Context: an optimization exercise on an open-source flow, tuned for small area and a short achievable clock period. The choices shown serve that exercise and are no tape-out recipe. The RTL was checked by simulation tests, not by an equivalence proof against the original design. No run shown here takes its clock network from TritonCTS; it comes from the design's own scripts or RTL. The clock port is modelled as an ideal driver, which makes a skipped or thinned clock tree look cheaper than it is; a real chip needs a root buffer or a tree.

--- flow/config.mk ---
export PLATFORM = sky130hd
export DESIGN_NAME = fehel_flit_rx
export DESIGN_NICKNAME = fehel_flit_rx
export VERILOG_FILES = /design/flow/design.v
export SDC_FILE = /design/flow/constraint.sdc
export NUM_CORES = 4
export LEC_CHECK = 0
export CAP_MARGIN = 20
export CORE_MARGIN = 2
export CORE_UTILIZATION = 55
export SLEW_MARGIN = 20
--- flow/constraint.sdc ---
create_clock -name core_clock -period 12.0 [get_ports {clk}]
set_input_delay 2.4000 -clock core_clock [delete_from_list [all_inputs] [get_ports {clk}]]
set_output_delay 2.4000 -clock core_clock [all_outputs]
set_load 0.01 [all_outputs]
--- flow/design.v ---
module fehel_flit_rx (
    input  wire        clk,
    input  wire        rst,
    input  wire        in_valid,
    input  wire [63:0] in_data,
    output reg         res_valid,
    output reg         res_crc_ok,
    output wire        res_ctrl,
    output wire [3:0]  res_err,        
    output wire [4:0]  res_msgs,
    output wire [19:0] res_vc_slots,   
    output wire [11:0] res_fseq,
    output wire [11:0] res_fack
);
    reg  [63:0] u;
    wire [63:0] m_u;
    wire x64 = u[39] ^ u[59];
    wire x65 = u[0] ^ u[56];
    wire x66 = u[46] ^ u[51];
    wire x67 = u[47] ^ u[52];
    wire x68 = u[4] ^ u[58];
    wire x69 = u[8] ^ u[43];
    wire x70 = u[9] ^ u[44];
    wire x71 = u[21] ^ u[26];
    wire x72 = u[15] ^ u[45];
    wire x73 = u[22] ^ u[27];
    wire x74 = u[40] ^ u[60];
    wire x75 = u[41] ^ u[61];
    wire x76 = u[18] ^ u[32];
    wire x77 = u[19] ^ u[33];
    wire x78 = u[20] ^ u[34];
    wire x79 = u[50] ^ u[54];
    wire x80 = u[5] ^ u[12];
    wire x81 = u[48] ^ u[55];
    wire x82 = u[35] ^ u[63];
    wire x83 = u[16] ^ u[53];
    wire x84 = u[6] ^ u[29];
    wire x85 = u[7] ^ u[28];
    wire x86 = u[13] ^ u[49];
    wire x87 = u[10] ^ u[62];
    wire x88 = u[17] ^ u[42];
    wire x89 = u[23] ^ u[30];
    wire x90 = u[24] ^ u[31];
    wire x91 = u[25] ^ x76;
    wire x92 = u[11] ^ x66;
    wire x93 = u[14] ^ u[57];
    wire x94 = u[36] ^ x73;
    wire x95 = x67 ^ x72;
    wire x96 = x64 ^ x68;
    wire x97 = x71 ^ x82;
    wire x98 = u[1] ^ x69;
    wire x99 = u[2] ^ x70;
    wire x100 = u[38] ^ x65;
    wire x101 = x74 ^ x80;
    wire x102 = x77 ^ x79;
    wire x103 = x81 ^ x83;
    wire x104 = u[3] ^ x75;
    wire x105 = u[37] ^ x90;
    wire x106 = u[29] ^ x85;
    wire x107 = u[43] ^ x84;
    wire x108 = u[50] ^ x81;
    wire x109 = u[62] ^ x89;
    wire x110 = u[58] ^ x86;
    wire x111 = u[26] ^ x88;
    wire x112 = u[24] ^ x91;
    wire x113 = u[45] ^ x70;
    wire x114 = u[55] ^ x78;
    wire x115 = u[25] ^ u[42];
    wire x116 = x65 ^ x92;
    wire x117 = u[12] ^ u[37];
    wire x118 = u[10] ^ x100;
    wire x119 = u[7] ^ u[30];
    wire x120 = u[57] ^ x77;
    wire x121 = u[14] ^ x87;
    wire x122 = u[31] ^ x72;
    wire x123 = u[17] ^ x75;
    wire x124 = u[22] ^ u[36];
    wire x125 = x67 ^ x74;
    wire x126 = u[11] ^ u[46];
    wire x127 = u[6] ^ x69;
    wire x128 = u[51] ^ x94;
    wire x129 = u[19] ^ u[63];
    wire x130 = u[27] ^ u[56];
    wire x131 = u[44] ^ x64;
    wire x132 = u[20] ^ x90;
    wire x133 = u[4] ^ u[28];
    wire x134 = u[23] ^ x105;
    wire x135 = u[48] ^ x99;
    wire x136 = x71 ^ x88;
    wire x137 = u[5] ^ u[38];
    wire x138 = u[53] ^ x93;
    wire x139 = x84 ^ x96;
    wire x140 = u[16] ^ u[59];
    wire x141 = u[32] ^ x101;
    wire x142 = u[34] ^ x87;
    wire x143 = u[54] ^ x83;
    wire x144 = u[5] ^ x82;
    wire x145 = u[49] ^ x68;
    wire x146 = u[13] ^ x78;
    wire x147 = u[28] ^ u[45];
    wire x148 = u[0] ^ u[47];
    wire x149 = u[1] ^ u[11];
    wire x150 = u[6] ^ x85;
    wire x151 = u[16] ^ x93;
    wire x152 = u[40] ^ x80;
    wire x153 = u[3] ^ x103;
    wire x154 = x86 ^ x91;
    wire x155 = x73 ^ x104;
    wire x156 = u[35] ^ x71;
    wire x157 = u[9] ^ x97;
    wire x158 = u[30] ^ x116;
    wire x159 = x94 ^ x95;
    wire x160 = u[31] ^ u[33];
    wire x161 = u[60] ^ x102;
    wire x162 = x66 ^ x78;
    wire x163 = u[12] ^ u[53];
    wire x164 = u[3] ^ u[61];
    wire x165 = u[47] ^ x118;
    wire x166 = u[18] ^ u[25];
    wire x167 = u[42] ^ x65;
    wire x168 = u[26] ^ x107;
    wire x169 = u[39] ^ x108;
    wire x170 = u[56] ^ x68;
    wire x171 = u[52] ^ x66;
    wire x172 = x89 ^ x130;
    wire x173 = u[4] ^ x64;
    wire x174 = u[41] ^ x89;
    wire x175 = x67 ^ x98;
    wire x176 = x85 ^ x114;
    wire x177 = u[57] ^ x69;
    wire x178 = u[37] ^ x133;
    wire x179 = x83 ^ x121;
    wire x180 = u[41] ^ x76;
    wire x181 = u[48] ^ x70;
    wire x182 = u[63] ^ x92;
    wire x183 = x77 ^ x111;
    wire x184 = u[15] ^ x67;
    wire x185 = x145 ^ x161;
    wire x186 = u[8] ^ u[22];
    wire x187 = u[14] ^ x97;
    wire x188 = x65 ^ x125;
    wire x189 = u[40] ^ x79;
    wire x190 = u[23] ^ x95;
    wire x191 = x79 ^ x96;
    wire x192 = u[24] ^ u[47];
    wire x193 = u[1] ^ x86;
    wire x194 = x104 ^ x113;
    wire x195 = u[28] ^ u[46];
    wire x196 = x73 ^ x113;
    wire x197 = x102 ^ x119;
    wire x198 = u[10] ^ u[23];
    wire x199 = u[21] ^ u[35];
    wire x200 = x87 ^ x124;
    wire x201 = u[13] ^ x106;
    wire x202 = u[0] ^ x147;
    wire x203 = u[19] ^ u[21];
    wire x204 = u[10] ^ x82;
    wire x205 = x98 ^ x120;
    wire x206 = u[17] ^ x78;
    wire x207 = u[13] ^ x128;
    wire x208 = u[18] ^ x101;
    wire x209 = u[38] ^ x72;
    wire x210 = x109 ^ x149;
    wire x211 = u[2] ^ x75;
    wire x212 = u[15] ^ x129;
    wire x213 = x131 ^ x211;
    wire x214 = x151 ^ x152;
    wire x215 = u[11] ^ x80;
    wire x216 = u[56] ^ x91;
    wire x217 = x85 ^ x132;
    wire x218 = x128 ^ x216;
    wire x219 = u[52] ^ u[53];
    wire x220 = u[54] ^ x84;
    wire x221 = x101 ^ x134;
    wire x222 = x133 ^ x135;
    wire x223 = u[30] ^ x112;
    wire x224 = x102 ^ x176;
    wire x225 = x110 ^ x138;
    wire x226 = u[8] ^ x115;
    wire x227 = x92 ^ x156;
    wire x228 = x121 ^ x139;
    wire x229 = x106 ^ x114;
    wire x230 = x140 ^ x141;
    wire x231 = u[39] ^ x95;
    wire x232 = u[40] ^ x137;
    wire x233 = u[55] ^ x123;
    wire x234 = x70 ^ x178;
    wire x235 = u[39] ^ x84;
    wire x236 = x100 ^ x183;
    wire x237 = x142 ^ x181;
    wire x238 = x143 ^ x182;
    wire x239 = u[37] ^ x144;
    wire x240 = u[41] ^ x162;
    wire x241 = u[45] ^ x117;
    wire x242 = u[59] ^ u[62];
    wire x243 = u[61] ^ x88;
    wire x244 = x68 ^ x186;
    wire x245 = x143 ^ x146;
    wire x246 = u[7] ^ u[31];
    wire x247 = u[14] ^ x126;
    wire x248 = u[15] ^ u[27];
    wire x249 = u[42] ^ u[49];
    wire x250 = u[57] ^ x98;
    wire x251 = u[12] ^ x147;
    wire x252 = u[16] ^ x110;
    wire x253 = u[25] ^ x79;
    wire x254 = x127 ^ x160;
    wire x255 = u[29] ^ x111;
    wire x256 = u[59] ^ x76;
    wire x257 = u[2] ^ x69;
    wire x258 = u[27] ^ x95;
    wire x259 = u[26] ^ x146;
    wire x260 = u[31] ^ x83;
    wire x261 = x125 ^ x196;
    wire x262 = u[13] ^ u[58];
    wire x263 = u[19] ^ u[43];
    wire x264 = u[20] ^ x115;
    wire x265 = u[44] ^ x95;
    wire x266 = u[7] ^ x64;
    wire x267 = u[60] ^ x103;
    wire x268 = u[8] ^ u[32];
    wire x269 = u[34] ^ u[39];
    wire x270 = u[46] ^ u[54];
    wire x271 = u[49] ^ x150;
    wire x272 = x198 ^ x269;
    wire x273 = u[9] ^ u[18];
    wire x274 = u[35] ^ u[53];
    wire x275 = x75 ^ x126;
    wire x276 = x108 ^ x200;
    wire x277 = u[36] ^ x116;
    wire x278 = u[58] ^ x117;
    wire x279 = u[20] ^ x88;
    wire x280 = u[63] ^ x163;
    wire x281 = x81 ^ x166;
    wire x282 = x96 ^ x279;
    wire x283 = x171 ^ x202;
    wire x284 = u[38] ^ x117;
    wire x285 = x109 ^ x159;
    wire x286 = u[47] ^ x204;
    wire x287 = x64 ^ x79;
    wire x288 = x103 ^ x110;
    wire x289 = u[9] ^ x80;
    wire x290 = u[62] ^ x140;
    wire x291 = x112 ^ x123;
    wire x292 = u[6] ^ x166;
    wire x293 = u[50] ^ x87;
    wire x294 = u[63] ^ x73;
    wire x295 = u[17] ^ u[57];
    wire x296 = u[38] ^ x86;
    wire x297 = u[0] ^ x122;
    wire x298 = x80 ^ x118;
    wire x299 = u[44] ^ x184;
    wire x300 = u[60] ^ x76;
    wire x301 = u[61] ^ x99;
    wire x302 = x193 ^ x301;
    wire x303 = x72 ^ x81;
    wire x304 = x99 ^ x109;
    wire x305 = u[58] ^ x78;
    wire x306 = x105 ^ x173;
    wire x307 = x115 ^ x205;
    wire x308 = u[62] ^ x135;
    wire x309 = u[37] ^ x157;
    wire x310 = x74 ^ x154;
    wire x311 = u[22] ^ x98;
    wire x312 = u[7] ^ x155;
    wire x313 = u[51] ^ x167;
    wire x314 = u[33] ^ x74;
    wire x315 = u[2] ^ u[29];
    wire x316 = u[34] ^ x74;
    wire x317 = x64 ^ x94;
    wire x318 = x93 ^ x131;
    wire x319 = x93 ^ x170;
    wire x320 = x209 ^ x168;
    wire x321 = x169 ^ x208;
    wire x322 = x210 ^ x319;
    wire x323 = x207 ^ x320;
    wire x324 = x321 ^ x322;
    wire x325 = x323 ^ x324;
    wire x326 = x105 ^ x110;
    wire x327 = x150 ^ x171;
    wire x328 = x172 ^ x212;
    wire x329 = x213 ^ x214;
    wire x330 = x326 ^ x327;
    wire x331 = x328 ^ x329;
    wire x332 = x330 ^ x331;
    wire x333 = x111 ^ x173;
    wire x334 = x174 ^ x215;
    wire x335 = x153 ^ x175;
    wire x336 = x217 ^ x333;
    wire x337 = x334 ^ x218;
    wire x338 = x335 ^ x336;
    wire x339 = x337 ^ x338;
    wire x340 = x69 ^ x130;
    wire x341 = x219 ^ x120;
    wire x342 = x136 ^ x220;
    wire x343 = x340 ^ x154;
    wire x344 = x341 ^ x342;
    wire x345 = x221 ^ x222;
    wire x346 = x343 ^ x344;
    wire x347 = x345 ^ x346;
    wire x348 = u[10] ^ x137;
    wire x349 = x113 ^ x348;
    wire x350 = x155 ^ x168;
    wire x351 = x225 ^ x349;
    wire x352 = x223 ^ x224;
    wire x353 = x350 ^ x351;
    wire x354 = x352 ^ x353;
    wire x355 = u[44] ^ x122;
    wire x356 = x172 ^ x226;
    wire x357 = x227 ^ x355;
    wire x358 = x356 ^ x224;
    wire x359 = x228 ^ x357;
    wire x360 = x358 ^ x359;
    wire x361 = x90 ^ x177;
    wire x362 = x157 ^ x159;
    wire x363 = x229 ^ x361;
    wire x364 = x158 ^ x230;
    wire x365 = x362 ^ x363;
    wire x366 = x364 ^ x365;
    wire x367 = u[50] ^ x69;
    wire x368 = x160 ^ x91;
    wire x369 = x232 ^ x367;
    wire x370 = x179 ^ x227;
    wire x371 = x231 ^ x233;
    wire x372 = x234 ^ x368;
    wire x373 = x369 ^ x370;
    wire x374 = x371 ^ x372;
    wire x375 = x373 ^ x374;
    wire x376 = x152 ^ x180;
    wire x377 = x235 ^ x159;
    wire x378 = x237 ^ x376;
    wire x379 = x236 ^ x238;
    wire x380 = x377 ^ x378;
    wire x381 = x379 ^ x380;
    wire x382 = x124 ^ x100;
    wire x383 = x106 ^ x111;
    wire x384 = x184 ^ x179;
    wire x385 = x239 ^ x240;
    wire x386 = x382 ^ x383;
    wire x387 = x185 ^ x384;
    wire x388 = x385 ^ x386;
    wire x389 = x387 ^ x388;
    wire x390 = x242 ^ x241;
    wire x391 = x243 ^ x244;
    wire x392 = x187 ^ x188;
    wire x393 = x245 ^ x390;
    wire x394 = x391 ^ x392;
    wire x395 = x393 ^ x394;
    wire x396 = u[45] ^ x163;
    wire x397 = x123 ^ x189;
    wire x398 = x396 ^ x139;
    wire x399 = x157 ^ x397;
    wire x400 = x158 ^ x398;
    wire x401 = x399 ^ x400;
    wire x402 = u[41] ^ u[42];
    wire x403 = u[48] ^ x246;
    wire x404 = x402 ^ x247;
    wire x405 = x403 ^ x118;
    wire x406 = x168 ^ x190;
    wire x407 = x191 ^ x404;
    wire x408 = x405 ^ x406;
    wire x409 = x407 ^ x408;
    wire x410 = x119 ^ x192;
    wire x411 = x248 ^ x249;
    wire x412 = x92 ^ x103;
    wire x413 = x131 ^ x410;
    wire x414 = x411 ^ x141;
    wire x415 = x250 ^ x412;
    wire x416 = x413 ^ x414;
    wire x417 = x415 ^ x416;
    wire x418 = x123 ^ x251;
    wire x419 = x253 ^ x135;
    wire x420 = x188 ^ x252;
    wire x421 = x254 ^ x418;
    wire x422 = x419 ^ x420;
    wire x423 = x421 ^ x422;
    wire x424 = u[7] ^ x66;
    wire x425 = x108 ^ x138;
    wire x426 = x142 ^ x193;
    wire x427 = x256 ^ x424;
    wire x428 = x194 ^ x255;
    wire x429 = x425 ^ x426;
    wire x430 = x427 ^ x428;
    wire x431 = x429 ^ x430;
    wire x432 = u[18] ^ u[42];
    wire x433 = x82 ^ x432;
    wire x434 = x121 ^ x257;
    wire x435 = x433 ^ x258;
    wire x436 = x434 ^ x158;
    wire x437 = x185 ^ x435;
    wire x438 = x436 ^ x437;
    wire x439 = u[14] ^ u[18];
    wire x440 = x129 ^ x164;
    wire x441 = x195 ^ x439;
    wire x442 = x100 ^ x109;
    wire x443 = x260 ^ x440;
    wire x444 = x441 ^ x139;
    wire x445 = x259 ^ x442;
    wire x446 = x443 ^ x261;
    wire x447 = x444 ^ x445;
    wire x448 = x446 ^ x447;
    wire x449 = x79 ^ x124;
    wire x450 = x163 ^ x262;
    wire x451 = x263 ^ x92;
    wire x452 = x97 ^ x132;
    wire x453 = x150 ^ x256;
    wire x454 = x449 ^ x450;
    wire x455 = x233 ^ x451;
    wire x456 = x452 ^ x453;
    wire x457 = x454 ^ x165;
    wire x458 = x455 ^ x456;
    wire x459 = x457 ^ x458;
    wire x460 = u[32] ^ u[37];
    wire x461 = u[59] ^ x68;
    wire x462 = x71 ^ x460;
    wire x463 = x127 ^ x232;
    wire x464 = x264 ^ x461;
    wire x465 = x462 ^ x197;
    wire x466 = x265 ^ x463;
    wire x467 = x464 ^ x465;
    wire x468 = x466 ^ x467;
    wire x469 = x71 ^ x137;
    wire x470 = x266 ^ x469;
    wire x471 = x196 ^ x240;
    wire x472 = x254 ^ x267;
    wire x473 = x470 ^ x471;
    wire x474 = x472 ^ x473;
    wire x475 = u[56] ^ x199;
    wire x476 = x268 ^ x270;
    wire x477 = x243 ^ x272;
    wire x478 = x475 ^ x476;
    wire x479 = x271 ^ x477;
    wire x480 = x478 ^ x261;
    wire x481 = x479 ^ x480;
    wire x482 = u[23] ^ u[33];
    wire x483 = u[40] ^ u[45];
    wire x484 = x192 ^ x273;
    wire x485 = x274 ^ x482;
    wire x486 = x483 ^ x106;
    wire x487 = x177 ^ x275;
    wire x488 = x484 ^ x485;
    wire x489 = x276 ^ x486;
    wire x490 = x487 ^ x488;
    wire x491 = x489 ^ x490;
    wire x492 = u[29] ^ u[49];
    wire x493 = u[54] ^ x129;
    wire x494 = x192 ^ x492;
    wire x495 = x174 ^ x226;
    wire x496 = x278 ^ x493;
    wire x497 = x494 ^ x237;
    wire x498 = x495 ^ x496;
    wire x499 = x277 ^ x497;
    wire x500 = x498 ^ x499;
    wire x501 = u[15] ^ u[49];
    wire x502 = x273 ^ x501;
    wire x503 = x144 ^ x264;
    wire x504 = x502 ^ x128;
    wire x505 = x134 ^ x188;
    wire x506 = x503 ^ x228;
    wire x507 = x504 ^ x505;
    wire x508 = x506 ^ x507;
    wire x509 = u[21] ^ u[51];
    wire x510 = u[52] ^ u[55];
    wire x511 = x65 ^ x73;
    wire x512 = x75 ^ x129;
    wire x513 = x509 ^ x510;
    wire x514 = x96 ^ x241;
    wire x515 = x511 ^ x512;
    wire x516 = x513 ^ x112;
    wire x517 = x179 ^ x201;
    wire x518 = x514 ^ x515;
    wire x519 = x516 ^ x517;
    wire x520 = x518 ^ x519;
    wire x521 = u[27] ^ u[36];
    wire x522 = x521 ^ x102;
    wire x523 = x127 ^ x280;
    wire x524 = x281 ^ x282;
    wire x525 = x283 ^ x522;
    wire x526 = x523 ^ x524;
    wire x527 = x525 ^ x526;
    wire x528 = x78 ^ x126;
    wire x529 = x203 ^ x138;
    wire x530 = x181 ^ x284;
    wire x531 = x528 ^ x191;
    wire x532 = x271 ^ x529;
    wire x533 = x530 ^ x285;
    wire x534 = x531 ^ x532;
    wire x535 = x533 ^ x534;
    wire x536 = u[20] ^ u[21];
    wire x537 = x66 ^ x186;
    wire x538 = x536 ^ x106;
    wire x539 = x209 ^ x287;
    wire x540 = x537 ^ x286;
    wire x541 = x288 ^ x538;
    wire x542 = x539 ^ x221;
    wire x543 = x540 ^ x541;
    wire x544 = x542 ^ x543;
    wire x545 = x71 ^ x270;
    wire x546 = x145 ^ x289;
    wire x547 = x290 ^ x545;
    wire x548 = x250 ^ x258;
    wire x549 = x546 ^ x547;
    wire x550 = x291 ^ x548;
    wire x551 = x549 ^ x550;
    wire x552 = u[5] ^ u[59];
    wire x553 = x148 ^ x195;
    wire x554 = x262 ^ x552;
    wire x555 = x99 ^ x292;
    wire x556 = x293 ^ x294;
    wire x557 = x553 ^ x554;
    wire x558 = x183 ^ x267;
    wire x559 = x555 ^ x556;
    wire x560 = x557 ^ x558;
    wire x561 = x559 ^ x560;
    wire x562 = u[30] ^ x148;
    wire x563 = x164 ^ x295;
    wire x564 = x152 ^ x200;
    wire x565 = x212 ^ x296;
    wire x566 = x562 ^ x563;
    wire x567 = x176 ^ x191;
    wire x568 = x564 ^ x565;
    wire x569 = x566 ^ x567;
    wire x570 = x568 ^ x569;
    wire x571 = u[20] ^ u[30];
    wire x572 = u[41] ^ x140;
    wire x573 = x571 ^ x94;
    wire x574 = x97 ^ x177;
    wire x575 = x284 ^ x572;
    wire x576 = x297 ^ x573;
    wire x577 = x574 ^ x575;
    wire x578 = x576 ^ x577;
    wire x579 = u[62] ^ x76;
    wire x580 = x107 ^ x108;
    wire x581 = x122 ^ x136;
    wire x582 = x579 ^ x214;
    wire x583 = x234 ^ x580;
    wire x584 = x581 ^ x158;
    wire x585 = x582 ^ x583;
    wire x586 = x584 ^ x585;
    wire x587 = u[1] ^ u[17];
    wire x588 = u[31] ^ x66;
    wire x589 = x119 ^ x587;
    wire x590 = x107 ^ x120;
    wire x591 = x180 ^ x294;
    wire x592 = x588 ^ x589;
    wire x593 = x252 ^ x265;
    wire x594 = x590 ^ x591;
    wire x595 = x592 ^ x298;
    wire x596 = x593 ^ x594;
    wire x597 = x595 ^ x596;
    wire x598 = u[4] ^ x66;
    wire x599 = x242 ^ x94;
    wire x600 = x257 ^ x260;
    wire x601 = x598 ^ x141;
    wire x602 = x229 ^ x299;
    wire x603 = x599 ^ x600;
    wire x604 = x236 ^ x601;
    wire x605 = x602 ^ x603;
    wire x606 = x604 ^ x605;
    wire x607 = u[21] ^ u[28];
    wire x608 = u[33] ^ u[48];
    wire x609 = x295 ^ x607;
    wire x610 = x608 ^ x172;
    wire x611 = x235 ^ x300;
    wire x612 = x609 ^ x175;
    wire x613 = x194 ^ x239;
    wire x614 = x245 ^ x610;
    wire x615 = x611 ^ x612;
    wire x616 = x613 ^ x614;
    wire x617 = x615 ^ x616;
    wire x618 = u[43] ^ x80;
    wire x619 = x85 ^ x90;
    wire x620 = x248 ^ x274;
    wire x621 = x136 ^ x272;
    wire x622 = x618 ^ x619;
    wire x623 = x620 ^ x116;
    wire x624 = x161 ^ x621;
    wire x625 = x622 ^ x302;
    wire x626 = x623 ^ x624;
    wire x627 = x625 ^ x626;
    wire x628 = u[2] ^ u[11];
    wire x629 = u[35] ^ u[44];
    wire x630 = x84 ^ x87;
    wire x631 = x164 ^ x628;
    wire x632 = x629 ^ x114;
    wire x633 = x151 ^ x189;
    wire x634 = x251 ^ x630;
    wire x635 = x631 ^ x112;
    wire x636 = x175 ^ x632;
    wire x637 = x633 ^ x634;
    wire x638 = x207 ^ x635;
    wire x639 = x636 ^ x637;
    wire x640 = x638 ^ x639;
    wire x641 = u[3] ^ u[17];
    wire x642 = u[25] ^ u[41];
    wire x643 = x68 ^ x77;
    wire x644 = x117 ^ x219;
    wire x645 = x641 ^ x642;
    wire x646 = x303 ^ x643;
    wire x647 = x644 ^ x645;
    wire x648 = x187 ^ x201;
    wire x649 = x304 ^ x646;
    wire x650 = x647 ^ x277;
    wire x651 = x648 ^ x649;
    wire x652 = x650 ^ x651;
    wire x653 = u[0] ^ x87;
    wire x654 = x249 ^ x125;
    wire x655 = x127 ^ x287;
    wire x656 = x305 ^ x653;
    wire x657 = x134 ^ x153;
    wire x658 = x182 ^ x654;
    wire x659 = x655 ^ x656;
    wire x660 = x657 ^ x658;
    wire x661 = x659 ^ x660;
    wire x662 = u[5] ^ x70;
    wire x663 = x97 ^ x220;
    wire x664 = x266 ^ x662;
    wire x665 = x225 ^ x663;
    wire x666 = x664 ^ x285;
    wire x667 = x291 ^ x665;
    wire x668 = x666 ^ x667;
    wire x669 = x201 ^ x306;
    wire x670 = x238 ^ x298;
    wire x671 = x307 ^ x669;
    wire x672 = x670 ^ x671;
    wire x673 = u[4] ^ u[8];
    wire x674 = x79 ^ x673;
    wire x675 = x206 ^ x674;
    wire x676 = x190 ^ x675;
    wire x677 = x218 ^ x308;
    wire x678 = x676 ^ x677;
    wire x679 = u[5] ^ u[18];
    wire x680 = u[24] ^ u[49];
    wire x681 = x198 ^ x679;
    wire x682 = x680 ^ x120;
    wire x683 = x681 ^ x153;
    wire x684 = x283 ^ x682;
    wire x685 = x309 ^ x683;
    wire x686 = x684 ^ x685;
    wire x687 = u[17] ^ u[24];
    wire x688 = u[26] ^ u[54];
    wire x689 = x86 ^ x87;
    wire x690 = x89 ^ x263;
    wire x691 = x687 ^ x688;
    wire x692 = x101 ^ x138;
    wire x693 = x162 ^ x281;
    wire x694 = x689 ^ x690;
    wire x695 = x691 ^ x231;
    wire x696 = x692 ^ x693;
    wire x697 = x694 ^ x695;
    wire x698 = x696 ^ x697;
    wire x699 = u[19] ^ x130;
    wire x700 = x132 ^ x189;
    wire x701 = x275 ^ x292;
    wire x702 = x699 ^ x187;
    wire x703 = x288 ^ x299;
    wire x704 = x700 ^ x701;
    wire x705 = x702 ^ x703;
    wire x706 = x704 ^ x705;
    wire x707 = x85 ^ x137;
    wire x708 = x148 ^ x149;
    wire x709 = x203 ^ x107;
    wire x710 = x143 ^ x174;
    wire x711 = x707 ^ x708;
    wire x712 = x282 ^ x709;
    wire x713 = x710 ^ x711;
    wire x714 = x310 ^ x712;
    wire x715 = x713 ^ x714;
    wire x716 = u[14] ^ x81;
    wire x717 = x84 ^ x132;
    wire x718 = x136 ^ x716;
    wire x719 = x197 ^ x208;
    wire x720 = x213 ^ x311;
    wire x721 = x717 ^ x718;
    wire x722 = x719 ^ x720;
    wire x723 = x721 ^ x722;
    wire x724 = x203 ^ x114;
    wire x725 = x122 ^ x127;
    wire x726 = x304 ^ x313;
    wire x727 = x724 ^ x725;
    wire x728 = x310 ^ x312;
    wire x729 = x726 ^ x727;
    wire x730 = x728 ^ x729;
    wire x731 = u[4] ^ u[23];
    wire x732 = u[32] ^ u[46];
    wire x733 = u[52] ^ x77;
    wire x734 = x731 ^ x732;
    wire x735 = x97 ^ x151;
    wire x736 = x167 ^ x293;
    wire x737 = x733 ^ x734;
    wire x738 = x194 ^ x217;
    wire x739 = x311 ^ x735;
    wire x740 = x736 ^ x737;
    wire x741 = x738 ^ x739;
    wire x742 = x740 ^ x741;
    wire x743 = u[6] ^ u[8];
    wire x744 = u[14] ^ u[46];
    wire x745 = x743 ^ x744;
    wire x746 = x99 ^ x136;
    wire x747 = x146 ^ x280;
    wire x748 = x314 ^ x745;
    wire x749 = x169 ^ x746;
    wire x750 = x747 ^ x748;
    wire x751 = x165 ^ x223;
    wire x752 = x749 ^ x750;
    wire x753 = x751 ^ x752;
    wire x754 = u[25] ^ u[36];
    wire x755 = u[38] ^ u[55];
    wire x756 = x84 ^ x89;
    wire x757 = x148 ^ x199;
    wire x758 = x246 ^ x754;
    wire x759 = x755 ^ x104;
    wire x760 = x142 ^ x289;
    wire x761 = x756 ^ x757;
    wire x762 = x758 ^ x759;
    wire x763 = x760 ^ x761;
    wire x764 = x185 ^ x762;
    wire x765 = x763 ^ x764;
    wire x766 = u[6] ^ u[61];
    wire x767 = x119 ^ x149;
    wire x768 = x268 ^ x766;
    wire x769 = x144 ^ x767;
    wire x770 = x768 ^ x259;
    wire x771 = x276 ^ x306;
    wire x772 = x313 ^ x769;
    wire x773 = x770 ^ x771;
    wire x774 = x772 ^ x773;
    wire x775 = u[33] ^ u[52];
    wire x776 = x119 ^ x315;
    wire x777 = x775 ^ x122;
    wire x778 = x244 ^ x776;
    wire x779 = x154 ^ x169;
    wire x780 = x777 ^ x778;
    wire x781 = x309 ^ x779;
    wire x782 = x780 ^ x781;
    wire x783 = u[9] ^ u[12];
    wire x784 = x86 ^ x126;
    wire x785 = x783 ^ x142;
    wire x786 = x300 ^ x784;
    wire x787 = x139 ^ x153;
    wire x788 = x205 ^ x297;
    wire x789 = x785 ^ x786;
    wire x790 = x787 ^ x788;
    wire x791 = x789 ^ x790;
    wire x792 = x170 ^ x206;
    wire x793 = x247 ^ x197;
    wire x794 = x286 ^ x792;
    wire x795 = x230 ^ x302;
    wire x796 = x793 ^ x794;
    wire x797 = x795 ^ x796;
    wire x798 = u[40] ^ x89;
    wire x799 = x160 ^ x315;
    wire x800 = x96 ^ x98;
    wire x801 = x156 ^ x206;
    wire x802 = x798 ^ x799;
    wire x803 = x155 ^ x800;
    wire x804 = x801 ^ x802;
    wire x805 = x165 ^ x803;
    wire x806 = x804 ^ x805;
    wire x807 = u[3] ^ u[5];
    wire x808 = u[42] ^ u[57];
    wire x809 = x90 ^ x199;
    wire x810 = x807 ^ x808;
    wire x811 = x180 ^ x316;
    wire x812 = x809 ^ x810;
    wire x813 = x210 ^ x317;
    wire x814 = x811 ^ x812;
    wire x815 = x222 ^ x813;
    wire x816 = x814 ^ x815;
    wire x817 = u[2] ^ x77;
    wire x818 = x115 ^ x124;
    wire x819 = x104 ^ x107;
    wire x820 = x145 ^ x202;
    wire x821 = x204 ^ x817;
    wire x822 = x818 ^ x134;
    wire x823 = x141 ^ x819;
    wire x824 = x820 ^ x821;
    wire x825 = x822 ^ x823;
    wire x826 = x824 ^ x825;
    wire x827 = x162 ^ x167;
    wire x828 = x278 ^ x303;
    wire x829 = x314 ^ x112;
    wire x830 = x318 ^ x827;
    wire x831 = x828 ^ x312;
    wire x832 = x829 ^ x830;
    wire x833 = x831 ^ x832;
    wire x834 = x75 ^ x195;
    wire x835 = x156 ^ x170;
    wire x836 = x290 ^ x296;
    wire x837 = x316 ^ x834;
    wire x838 = x190 ^ x835;
    wire x839 = x836 ^ x837;
    wire x840 = x307 ^ x838;
    wire x841 = x839 ^ x840;
    wire x842 = u[24] ^ u[43];
    wire x843 = u[46] ^ u[50];
    wire x844 = u[60] ^ x75;
    wire x845 = x83 ^ x93;
    wire x846 = x148 ^ x842;
    wire x847 = x843 ^ x144;
    wire x848 = x305 ^ x844;
    wire x849 = x845 ^ x846;
    wire x850 = x255 ^ x317;
    wire x851 = x847 ^ x848;
    wire x852 = x849 ^ x308;
    wire x853 = x850 ^ x851;
    wire x854 = x852 ^ x853;
    wire x855 = u[22] ^ u[29];
    wire x856 = u[55] ^ x86;
    wire x857 = x88 ^ x164;
    wire x858 = x855 ^ x97;
    wire x859 = x178 ^ x215;
    wire x860 = x253 ^ x856;
    wire x861 = x857 ^ x318;
    wire x862 = x858 ^ x859;
    wire x863 = x860 ^ x165;
    wire x864 = x861 ^ x862;
    wire x865 = x863 ^ x864;
    assign m_u[0] = x325;
    assign m_u[1] = x332;
    assign m_u[2] = x339;
    assign m_u[3] = x347;
    assign m_u[4] = x354;
    assign m_u[5] = x360;
    assign m_u[6] = x366;
    assign m_u[7] = x375;
    assign m_u[8] = x381;
    assign m_u[9] = x389;
    assign m_u[10] = x395;
    assign m_u[11] = x401;
    assign m_u[12] = x409;
    assign m_u[13] = x417;
    assign m_u[14] = x423;
    assign m_u[15] = x431;
    assign m_u[16] = x438;
    assign m_u[17] = x448;
    assign m_u[18] = x459;
    assign m_u[19] = x468;
    assign m_u[20] = x474;
    assign m_u[21] = x481;
    assign m_u[22] = x491;
    assign m_u[23] = x500;
    assign m_u[24] = x508;
    assign m_u[25] = x520;
    assign m_u[26] = x527;
    assign m_u[27] = x535;
    assign m_u[28] = x544;
    assign m_u[29] = x551;
    assign m_u[30] = x561;
    assign m_u[31] = x570;
    assign m_u[32] = x578;
    assign m_u[33] = x586;
    assign m_u[34] = x597;
    assign m_u[35] = x606;
    assign m_u[36] = x617;
    assign m_u[37] = x627;
    assign m_u[38] = x640;
    assign m_u[39] = x652;
    assign m_u[40] = x661;
    assign m_u[41] = x668;
    assign m_u[42] = x672;
    assign m_u[43] = x678;
    assign m_u[44] = x686;
    assign m_u[45] = x698;
    assign m_u[46] = x706;
    assign m_u[47] = x715;
    assign m_u[48] = x723;
    assign m_u[49] = x730;
    assign m_u[50] = x742;
    assign m_u[51] = x753;
    assign m_u[52] = x765;
    assign m_u[53] = x774;
    assign m_u[54] = x782;
    assign m_u[55] = x791;
    assign m_u[56] = x797;
    assign m_u[57] = x806;
    assign m_u[58] = x816;
    assign m_u[59] = x826;
    assign m_u[60] = x833;
    assign m_u[61] = x841;
    assign m_u[62] = x854;
    assign m_u[63] = x865;
    reg  [5:0]  beat;
    wire        first = (beat == 6'd0);
    always @(posedge clk) begin
        if (in_valid)
            u <= (m_u | {64{first}}) ^ in_data;
    end
    wire crc_good = &u;
    reg        hdr_ev;     
    reg        slot_ev;    
    reg        last_ev;    
    reg  [7:0] op_r;
    reg  [4:0] len_r;
    wire [5:0] beat_inc   = beat + 6'd1;
    wire       slot_beat  = beat[0] && (beat != 6'd63);
    wire       last_beat  = (beat == 6'd63);
    always @(posedge clk) begin
        op_r    <= in_data[7:0];
        len_r   <= in_data[12:8];
        hdr_ev  <= !rst && in_valid && first;
        slot_ev <= !rst && in_valid && slot_beat;
        last_ev <= !rst && in_valid && last_beat;
        if (rst || in_valid)
            beat <= beat_inc & {6{!rst}};
    end
    reg  [11:0] fseq;
    reg  [11:0] fack;
    reg         ctrl;
    reg         ftype_err;
    wire [3:0]  h_ftype = ~u[63:60];
    wire [4:0]  h_cont  = ~u[35:31];
    wire        h_data  = (h_ftype == 4'h0);
    always @(posedge clk) begin
        if (hdr_ev) begin
            fseq      <= ~u[59:48];
            fack      <= ~u[47:36];
            ctrl      <= (h_ftype == 4'h1);
            ftype_err <= (h_ftype > 4'h1);
        end
    end
    function op_known;
        input [7:0] op;
        begin
            case (op)
                8'h00, 8'h01, 8'h02, 8'h03, 8'h04, 8'h05,
                8'h10, 8'h11, 8'h12, 8'h13, 8'h14, 8'h1F,
                8'h20, 8'h21, 8'h22, 8'h23, 8'h24, 8'h25, 8'h2F,
                8'h30, 8'h31, 8'h32, 8'h33,
                8'h40, 8'h41, 8'h4F: op_known = 1'b1;
                default:             op_known = 1'b0;
            endcase
        end
    endfunction
    function len_ok;
        input [7:0] op;
        input [4:0] len;
        begin
            case (op)
                8'h10, 8'h21, 8'h30: len_ok = (len == 5'd4);
                8'h11, 8'h40:        len_ok = (len == 5'd16);
                8'h12:               len_ok = (len >= 5'd1) && (len <= 5'd16);
                8'h22:               len_ok = (len == 5'd5);
                8'h25, 8'h33:        len_ok = (len <= 5'd16);
                8'h32:               len_ok = (len == 5'd0) || (len == 5'd4);
                default:             len_ok = (len == 5'd0);
            endcase
        end
    endfunction
    reg         walking;
    reg  [4:0]  rem;
    reg         counted;
    reg  [1:0]  cur_vc;
    reg         cont_err;
    reg         opcode_err;
    reg         len_err;
    reg  [4:0]  msgs;
    reg  [4:0]  vc0, vc1, vc2, vc3;
    reg  [4:0]  carry;
    reg  [1:0]  carry_vc;
    wire        rem_nz  = (rem != 5'd0);
    wire        known   = op_known(op_r);
    wire        lok     = len_ok(op_r, len_r);
    wire        has_vc  = (op_r[7:4] != 4'h0);
    wire [1:0]  op_vc   = op_r[5:4] - 2'd1;
    wire        step    = slot_ev && walking;
    wire        s_cont  = step && rem_nz;
    wire        s_msg   = step && !rem_nz && known && lok;
    wire        inc     = (s_cont && counted) || (s_msg && has_vc);
    wire [1:0]  inc_vc  = rem_nz ? cur_vc : op_vc;
    always @(posedge clk) begin
        if (hdr_ev) begin
            walking    <= h_data;
            rem        <= h_data ? h_cont : 5'd0;
            cont_err   <= h_data && (h_cont != carry);
            counted    <= h_data && (h_cont == carry);
            cur_vc     <= carry_vc;
            opcode_err <= 1'b0;
            len_err    <= 1'b0;
            msgs       <= 5'd0;
            vc0        <= 5'd0;
            vc1        <= 5'd0;
            vc2        <= 5'd0;
            vc3        <= 5'd0;
        end else if (step) begin
            if (rem_nz) begin
                rem <= rem - 5'd1;
            end else if (!known) begin
                opcode_err <= 1'b1;
                walking    <= 1'b0;
            end else if (!lok) begin
                len_err    <= 1'b1;
                walking    <= 1'b0;
            end else begin
                rem <= len_r;
                if (op_r != 8'h00)
                    msgs <= msgs + 5'd1;
                counted <= has_vc;
                if (has_vc)
                    cur_vc <= op_vc;
            end
            if (inc && inc_vc == 2'd0) vc0 <= vc0 + 5'd1;
            if (inc && inc_vc == 2'd1) vc1 <= vc1 + 5'd1;
            if (inc && inc_vc == 2'd2) vc2 <= vc2 + 5'd1;
            if (inc && inc_vc == 2'd3) vc3 <= vc3 + 5'd1;
        end
    end
    wire any_err = ftype_err | cont_err | opcode_err | len_err;
    wire carry_ld = last_ev && crc_good && (any_err || !ctrl);
    always @(posedge clk) begin
        res_crc_ok <= crc_good;
        res_valid  <= !rst && last_ev;
        if (rst || carry_ld) begin
            carry    <= (any_err || rst) ? 5'd0 : rem;
            carry_vc <= (any_err || rst) ? 2'd0 : cur_vc;
        end
    end
    assign res_ctrl     = ctrl;
    assign res_err      = {len_err, opcode_err, cont_err, ftype_err};
    assign res_msgs     = msgs;
    assign res_vc_slots = {vc3, vc2, vc1, vc0};
    assign res_fseq     = fseq;
    assign res_fack     = fack;
endmodule
--- flow/flow/run.sh ---
#!/bin/bash
# Layout: the standard ORFS flow (standard.sh), with these changes:
#  - every port gets a plain buf_1 as its port buffer;
#  - clock tree: two short levels of clock buffers (flow/cts_manual.tcl,
#    8 leaf buffers under 4 root buffers);
#  - the timing repair after CTS and after global routing aims for a setup
#    slack margin of 8.8 ns.
#  Placement settings: PLACE_DENSITY=0.7. Repair settings: SKIP_CTS_REPAIR_TIMING=1.
# Each make call's output goes to its own make_*.log; ORFS keeps each tool's
# log under orfs/logs/.
set -euo pipefail
H=$PWD
B="BUFFER_PORTS_ARGS=-buffer_cell sky130_fd_sc_hd__buf_1"
C="PRE_CTS_TCL=$H/flow/cts_manual.tcl"
bash standard.sh "$B" "$C" synth > make_synth.log 2>&1
bash standard.sh "$B" "$C" PLACE_DENSITY=0.7 floorplan place > make_place.log 2>&1
bash standard.sh "$B" "$C" PLACE_DENSITY=0.7 SETUP_SLACK_MARGIN=8.8 SKIP_CTS_REPAIR_TIMING=1 cts > make_cts.log 2>&1
bash standard.sh "$B" "$C" PLACE_DENSITY=0.7 SETUP_SLACK_MARGIN=8.8 SKIP_CTS_REPAIR_TIMING=1 finish > make_finish.log 2>&1
--- flow/flow/cts_manual.tcl ---
# Sourced by ORFS's cts.tcl as PRE_CTS_TCL. Replaces clock_tree_synthesis
# with a short two-level clock tree: the registers are split by location
# into NLEAF groups of equal size (halving by x, then by y, ...), each driven
# by a leaf clock buffer at the group's centre; the leaf buffers are split
# the same way into NROOT groups, each driven by a root clock buffer at its
# centre. The clock port feeds only the NROOT root buffers, and every
# register sees exactly one root and one leaf buffer.

proc mcts_split { items n } {
  set groups [list $items]
  set axis 0
  while { [llength $groups] < $n } {
    set ng {}
    foreach g $groups {
      set s [lsort -integer -index $axis $g]
      set h [expr { [llength $s] / 2 }]
      lappend ng [lrange $s 0 [expr { $h - 1 }]] [lrange $s $h end]
    }
    set groups $ng
    set axis [expr { 1 - $axis }]
  }
  return $groups
}

proc mcts_drive { block master name in_net group } {
  # group: list of {x y iterm}; returns {cx cy A-iterm}
  set sx 0; set sy 0
  foreach s $group { incr sx [lindex $s 0]; incr sy [lindex $s 1] }
  set n [llength $group]
  set cx [expr { $sx / $n }]
  set cy [expr { $sy / $n }]
  set inst [odb::dbInst_create $block $master $name]
  set net [odb::dbNet_create $block "${name}_net"]
  $net setSigType CLOCK
  [$inst findITerm X] connect $net
  foreach s $group {
    set it [lindex $s 2]
    $it disconnect
    $it connect $net
  }
  $inst setLocation [expr { $cx - [$master getWidth] / 2 }] [expr { $cy - [$master getHeight] / 2 }]
  $inst setPlacementStatus PLACED
  set a [$inst findITerm A]
  $a connect $in_net
  puts "manual_cts: $name drives $n pins at ($cx, $cy)"
  return [list $cx $cy $a]
}

proc manual_cts { } {
  set nleaf 8
  set nroot 4
  if { [info exists ::env(MCTS_NLEAF)] } { set nleaf $::env(MCTS_NLEAF) }
  if { [info exists ::env(MCTS_NROOT)] } { set nroot $::env(MCTS_NROOT) }
  set block [ord::get_db_block]
  set db [ord::get_db]
  set leafcell sky130_fd_sc_hd__clkbuf_16
  set rootcell sky130_fd_sc_hd__clkbuf_16
  if { [info exists ::env(MCTS_LEAF)] } { set leafcell $::env(MCTS_LEAF) }
  if { [info exists ::env(MCTS_ROOT)] } { set rootcell $::env(MCTS_ROOT) }
  set leafm [$db findMaster $leafcell]
  set rootm [$db findMaster $rootcell]
  set clk_net [$block findNet clk]
  set sinks {}
  foreach it [$clk_net getITerms] {
    set bb [[$it getInst] getBBox]
    lappend sinks [list [expr { ([$bb xMin] + [$bb xMax]) / 2 }] \
                        [expr { ([$bb yMin] + [$bb yMax]) / 2 }] $it]
  }
  set leaves {}
  set k 0
  foreach g [mcts_split $sinks $nleaf] {
    lappend leaves [mcts_drive $block $leafm "clkbuf_leaf_$k" $clk_net $g]
    incr k
  }
  set k 0
  foreach g [mcts_split $leaves $nroot] {
    mcts_drive $block $rootm "clkbuf_root_$k" $clk_net $g
    incr k
  }
  $clk_net setSigType CLOCK
  set_propagated_clock [all_clocks]
}

rename clock_tree_synthesis orig_clock_tree_synthesis
proc clock_tree_synthesis { args } {
  manual_cts
}
--- flow/standard.sh ---
#!/bin/bash
# synth_recipe.tcl (not shown) runs the flow's synth.tcl, then flattens the netlist and writes it again
# the make line also repeats each setting of config.mk as NAME=value (left out here)
make -C /OpenROAD-flow-scripts/flow DESIGN_CONFIG=/design/flow/config.mk WORK_HOME=/design/flow/orfs CLKGATE_MAP_FILE= SYNTH_SCRIPT=/design/flow/synth_recipe.tcl "${@:-finish}"
==> results_dict.tcl, run 1 <==
set metrics [dict create \
    status "complete, no violations" \
    synth_cells 1462 \
    min_period_ns 3.25 \
    critPathSlowestCell "edfxtp_1" \
    syn_nets 1543 \
    final_nets 1720 \
    min_to "msgs[4]" \
    drt_pre_antenna_iters 6 \
    place.detailed.hpwl_um 43400 \
    rows 59 \
    dp_cells 1858 \
    area_delta_synth_final_pct 16.3 \
    setup_viol 0 \
    pre_cts_slack_ns 7.65 \
    clk_pin_slew_ns 0.12 \
    synth_seq_cells 159 \
    crit_type "reg2out" \
    r2r_start "u[8]" \
    grt_usage 0.391 \
    syn_avg_cell_area_sq_um 10.1 \
    worst-path-max-fanout 1 \
    worst_slew_pin_slew_ns 1.02 \
    max_freq_mhz 308 \
    grt_pass1_vias 10600 \
    crit_buf_inv 1 \
    synth_area_sq_um 14700 \
    die_h_um 168 \
    antenna_cells 0 \
    ys_warn_count 1 \
    start_kind "register" \
    grt.overflow.total 0 \
    start_util 0.562 \
    grt_max_degree 63 \
    die_w_um 168 \
    core-area_sq_um 26200 \
    vias 11400 \
    layout-drive-gt1-share 0.181 \
    drcViolationCount 0 \
    worst_slack_ns 8.75 \
    setup_tns_ns 0 \
    antenna_found_initial 0 \
    postRouteAntennaNets 0 \
    grt_pass1_wl_um 77700 \
    yosysUniqueCellTypes 62 \
    num_io_pins 123 \
    synth_ff_type "edfxtp_1" \
    hp-start "msgs[4]" \
    layout_common_cells "623 x xnor2_1, 172 x xor2_1, 117 x buf_4" \
    final_common_cell "xnor2_1" \
    seq_area_frac_synth 0.293 \
    place.gp.congestion 1.08 \
    hold_violations 0 \
    clk_latency_ns 0.32 \
    critical_path_arrival_ns 0.85 \
    io_buffers 122 \
    max_stage_delay_ns 0.39 \
    rrSetupSlack_ns 8.76 \
    min_period_over_period 0.271 \
    vias_per_cell 5.76 \
    wl_um 56400 \
    yosysTopAreaCellShare 0.386 \
    maxCapViolations 0 \
    min_path_type "reg2reg" \
    placed_area_sq_um 15400 \
    cpLargestDelayFamily "flip-flops" \
    cp_cell_sequence "clkbuf_2" \
    synth_edf_count 113 \
    rsz0062_at_grt "true" \
    synthArstFlopShare 0 \
    skew_ns 0.0498 \
    synth_area_leaders "xnor2_1 39%, edfxtp_1 23%, xor2_1 11%" \
    required_ns 9.60 \
    dieArea_sq_um 28100 \
    synth_top_area_cell "xnor2_1" \
    cp-end-kind "primary output" \
    reg2reg_depth 9 \
    min_path_cells 2 \
    cp-startpoint "fack[4]" \
    layoutNonFillerInstCount 1972 \
    worst_r2r_endpoint "u[53]" \
    drt_iter0_drc 1412 \
    drv_slew 0 \
    slew_headroom 0.313 \
    wl_per_cell_um 28.6 \
    finalInstanceArea_sq_um 17100 \
]
==> state kept, by name, indices dropped and copies added (netlist names), 2 cells and up, named ones only <==
signal	count
beat	6
carry	5
carry_vc	2
cur_vc	2
fack	12
fseq	12
len_r	5
msgs	5
op_r	8
rem	5
u	64
vc0	5
vc1	5
vc2	5
vc3	5
==> Yosys cell counts, drive strengths merged, types with 14 or more instances <==
library cell,number
buf,50
xnor2,663
xor2,194
nand4,21
a21oi,16
nand2,27
clkbuf,34
dfxtp,46
nor2,98
nand3,16
ha,14
inv,41
edfxtp,113
==> kinds of logic after synthesis <==
group / synth area share
multiplexers: 0.00646
flip-flops: 0.293
buffers and inverters: 0.0375
adder cells (fa/ha/maj): 0.0119
AND/OR/NAND/NOR: 0.0734
XOR/XNOR: 0.543
AO/OA/AOI/OAI: 0.0347
==> metrics by stage <==
stage | utilization | hold slack, ns
final | 0.654 | 0.497
after global routing | 0.654 | 0.505
after CTS | 0.599 | 0.508
after detailed placement | 0.587 | 0.495
after global placement | 0.587 | 0.471
after floorplan | - | 0.439
==> how the worst max path moves through the flow <==
| stage | slack [ns] | endpoint | depth (start not counted) |
|---|---|---|---|
| final | 8.75 | res_fack[4] | 1 |
| after global routing | 8.73 | res_err[0] | 1 |
| after CTS | 7.95 | beat[5] | 3 |
| after detailed placement | 7.65 | beat[0] | 3 |
| after global placement | 7.67 | beat[1] | 3 |
| after floorplan | 8.81 | carry[0] | 2 |
==> final cells by class <==
cell class	instances	area (sq um)
plain buffers	12	300
fillers	2193	9080
inverters	42	158
multi-input cells	1177	10300
flip-flops and latches	159	4350
well taps	335	419
repair buffers	247	1600
==> worst reg2reg max path: cells and delay by family, from the launching register on <==
family | cells | cell delay, ns
DFF | 1 | 0.57
buffers and inverters | 1 | 0.22
xor gates and xnor gates | 7 | 2.15
and+or+nand+nor | 1 | 0.07
==> per-layer routing <==
layer  global-route usage  vias to the layer above  part of all wire
met5                    0                        -                 0
met4                0.214                        0             0.063
met3               0.0610                      155              0.10
met2                0.607                      711              0.44
met1                0.527                     5481              0.39
li1                     -                     5005                 -
==> run 2, diff against run 1 <==
==> flow/flow/run.sh (replaced) <==
#!/bin/bash
# Layout: the standard ORFS flow (standard.sh), with these changes:
#  - every port gets a plain buf_1 as its port buffer;
#  - clock tree: two short levels of clock buffers (flow/cts_manual.tcl,
#    8 leaf buffers under 4 root buffers);
#  - the timing repair after CTS and after global routing aims for a setup
#    slack margin of 8.75 ns.
#  Placement settings: PLACE_DENSITY=0.7 CELL_PAD_IN_SITES_GLOBAL_PLACEMENT=2 CELL_PAD_IN_SITES_DETAIL_PLACEMENT=1. Repair settings: none.
# Each make call's output goes to its own make_*.log; ORFS keeps each tool's
# log under orfs/logs/.
set -euo pipefail
H=$PWD
B="BUFFER_PORTS_ARGS=-buffer_cell sky130_fd_sc_hd__buf_1"
C="PRE_CTS_TCL=$H/flow/cts_manual.tcl"
bash standard.sh "$B" "$C" synth > make_synth.log 2>&1
bash standard.sh "$B" "$C" PLACE_DENSITY=0.7 CELL_PAD_IN_SITES_GLOBAL_PLACEMENT=2 CELL_PAD_IN_SITES_DETAIL_PLACEMENT=1 floorplan place > make_place.log 2>&1
bash standard.sh "$B" "$C" PLACE_DENSITY=0.7 CELL_PAD_IN_SITES_GLOBAL_PLACEMENT=2 CELL_PAD_IN_SITES_DETAIL_PLACEMENT=1 SETUP_SLACK_MARGIN=8.75  cts > make_cts.log 2>&1
bash standard.sh "$B" "$C" PLACE_DENSITY=0.7 CELL_PAD_IN_SITES_GLOBAL_PLACEMENT=2 CELL_PAD_IN_SITES_DETAIL_PLACEMENT=1 SETUP_SLACK_MARGIN=8.75  finish > make_finish.log 2>&1
==> results_dict.tcl, run 2 <==
set metrics [dict create \
    synthArstFlopShare 0 \
    wl_um 58000 \
    rsz0062_at_grt "true" \
    layout-drive-gt1-share 0.128 \
    yosys.area_share.simple 0.0734 \
    synth_ff_type "edfxtp_1" \
    synth_top_family_by_area "XOR/XNOR gates" \
    finalInstanceArea_sq_um 16600 \
    num_io_pins 123 \
    setup_viol 0 \
    syn_nets 1543 \
    multi_input_area_sq_um 10200 \
    final_nets 1680 \
    slew_headroom 0.195 \
    max_stage_delay_ns 0.65 \
    core-area_sq_um 26200 \
    grt_usage 0.398 \
    drcViolationCount 0 \
    n_fill_cell 2848 \
    vias 11500 \
    place.gp.congestion 1.11 \
    drt_iter0_drc 1164 \
    min_period_ns 3.36 \
    syn_avg_cell_area_sq_um 10.1 \
    rows 59 \
    final_common_cell "xnor2_1" \
    antenna_cells 0 \
    status "complete, no violations" \
    die_h_um 168 \
    largest_register "u" \
    required_ns 12.05 \
    start_util 0.562 \
    maxCapViolations 0 \
    synth_seq_cells 159 \
    critPathSlowestCell "edfxtp_1" \
    grt.overflow.total 0 \
    postRouteAntennaNets 0 \
    layout_common_cells "632 x xnor2_1, 170 x xor2_1, 113 x edfxtp_1" \
    antenna_found_initial 0 \
    start_kind "register" \
    grt_max_degree 63 \
    worst_slew_pin_slew_ns 1.20 \
    clk_pin_slew_ns 0.09 \
    synth_cells 1462 \
    place.detailed.hpwl_um 42900 \
    clk_latency_ns 0.29 \
    yosysUniqueCellTypes 62 \
    synth_top_area_cell "xnor2_1" \
    area_delta_synth_final_pct 13.0 \
    drt_pre_antenna_iters 5 \
    io_buffers 122 \
    hold_violations 0 \
    wl_per_cell_um 30.0 \
    die_w_um 168 \
    synth_area_leaders "xnor2_1 39%, edfxtp_1 23%, xor2_1 11%" \
    seq_area_frac_synth 0.293 \
    synth_xor_area_frac 0.543 \
    synth.area.mux_share 0.00646 \
    yosysTopAreaCellShare 0.386 \
    crit_type "reg2reg" \
    synth-compound-area-share 0.0347 \
    drv_slew 0 \
    cp_cell_sequence "xnor2_4 > xor2_1 > xor2_1 > xnor3_1 > xnor2_1 > nor2_1 > xnor2_1" \
    largest_reg_flops 64 \
    min_period_over_period 0.280 \
    synth_edf_count 113 \
    placed_area_sq_um 15400 \
    min_path_type "reg2reg" \
    grt_pass1_vias 11800 \
    dieArea_sq_um 28100 \
    hold_buffers 0 \
    final-seq-area_sq_um 4340 \
    ys_warn_count 1 \
    grt_pass1_wl_um 80100 \
    skew_ns 0.0195 \
    synth_area_sq_um 14700 \
    worst-path-max-fanout 7 \
    setup_tns_ns 0 \
    yosysMostFrequentCell "xnor2_1" \
    vias_per_cell 5.97 \
    top_regs "u: 64 flops, fack: 12 flops, fseq: 12 flops" \
    yosys-top-cells-count "649 x xnor2_1, 185 x xor2_1, 113 x edfxtp_1" \
    cp-end-kind "register" \
    synthAdderAreaFrac 0.0119 \
    critical_path_arrival_ns 3.41 \
    max_freq_mhz 298 \
]
[run 2: cell counts after synthesis]
Identical to the previous run, type by type.
[run 2: final timing paths]
path	startpoint	to	slack, ns	cells past startpoint
worst min register to register	last_ev	res_valid	0.48	1
worst max register to register	u[7]	u[25]	8.64	7
worst max-delay path	u[7]	u[25]	8.64	7
worst min-delay path	last_ev	res_valid	0.48	1
[run 2: area by class of cell]
type | count | share of cell area
repair buffers | 207 | 0.0726
plain buffers | 12 | 0.0180
flip-flops and latches | 159 | 0.261
inverters | 42 | 0.00947
well taps | 335 | 0.0252
multi-input cells | 1177 | 0.614
[run 2: worst max-delay path, delay by kind of cell, from the launching register on]
family                    cells  cell delay [ns]
xor gates and xnor gates      6             2.39
DFF                           1             0.65
and+or+nand+nor               1             0.07
[run 2: routing by layer]
layer | vias up | track usage | wire, um | part of all wire
met5 | - | 0 | 0 | 0
met4 | 0 | 0.286 | 5080 | 0.088
met3 | 272 | 0.0688 | 5660 | 0.098
met2 | 746 | 0.653 | 26700 | 0.46
met1 | 5605 | 0.475 | 20600 | 0.35
li1 | 4917 | - | - | -
[run 2: logic make-up (layout without fill, tap and decap cells)]
group                      count (synthesis)  in the layout
buffers and inverters                    126            261
adders and majority gates                 14             14
muxes                                      9              9
DFF                                      159            159
xor gates and xnor gates                 867            867
AOI/OAI and AO/OA                         65             65
and+or+nand+nor                          222            222
[run 2: metrics by stage]
stage / cells / setup slack (ns) / hold slack [ns] / util
5_1_grt: 1932 / 8.61 / 0.502 / 0.635
4_1_cts: 1896 / 8.61 / 0.482 / 0.618
3_5_place_dp: 1854 / 7.77 / 0.472 / 0.586
6_report: 1932 / 8.64 / 0.483 / 0.635
3_3_place_gp: 1854 / 7.83 / 0.458 / 0.586
2_1_floorplan: 1462 / 8.81 / 0.439 / -
[run 2: what timing repair did]
item	CTS	global route
gates resized for setup	47	33
endpoints found under the setup margin	96	81
pin swaps	3	4
cloned	0	0
setup buffers	30	36

-- separate check: timing with driven ports --
How much do the figures lean on ideal ports? The routed layouts below were timed once more, with nothing changed but the port constraints. Step 1 sets driving cells, clkbuf_16 on the clock port and buf_2 on the other inputs (assumed; they add their load-dependent delay and slew). Step 2 adds t to the input delays and takes it off the output delays; t is the mean of the earliest and latest rising clock arrival at the registers after step 1. Input paths then give back, and output paths get back, about the clock's delay inside the block. a / b / c = ideal / step 1 / step 2; a / b = the first two.
| run | t (ns) | setup WS [ns] | worst hold slack (ns) | worst register clock-pin slew, ns | cell pins on the clock port's net |
|---|---|---|---|---|---|
| run 1 | 0.416 | 8.752 / 8.632 / 8.482 | 0.497 / 0.497 / 0.497 | 0.12 / 0.12 | 4 |
| run 2 | 0.402 | 8.641 / 8.614 / 8.459 | 0.483 / 0.483 / 0.483 | 0.09 / 0.09 | 4 |
After both steps every run listed still meets setup and hold. The setup slack of run 1, which loses most, moves by -0.120 ns with the drivers and by -0.270 ns with both steps.
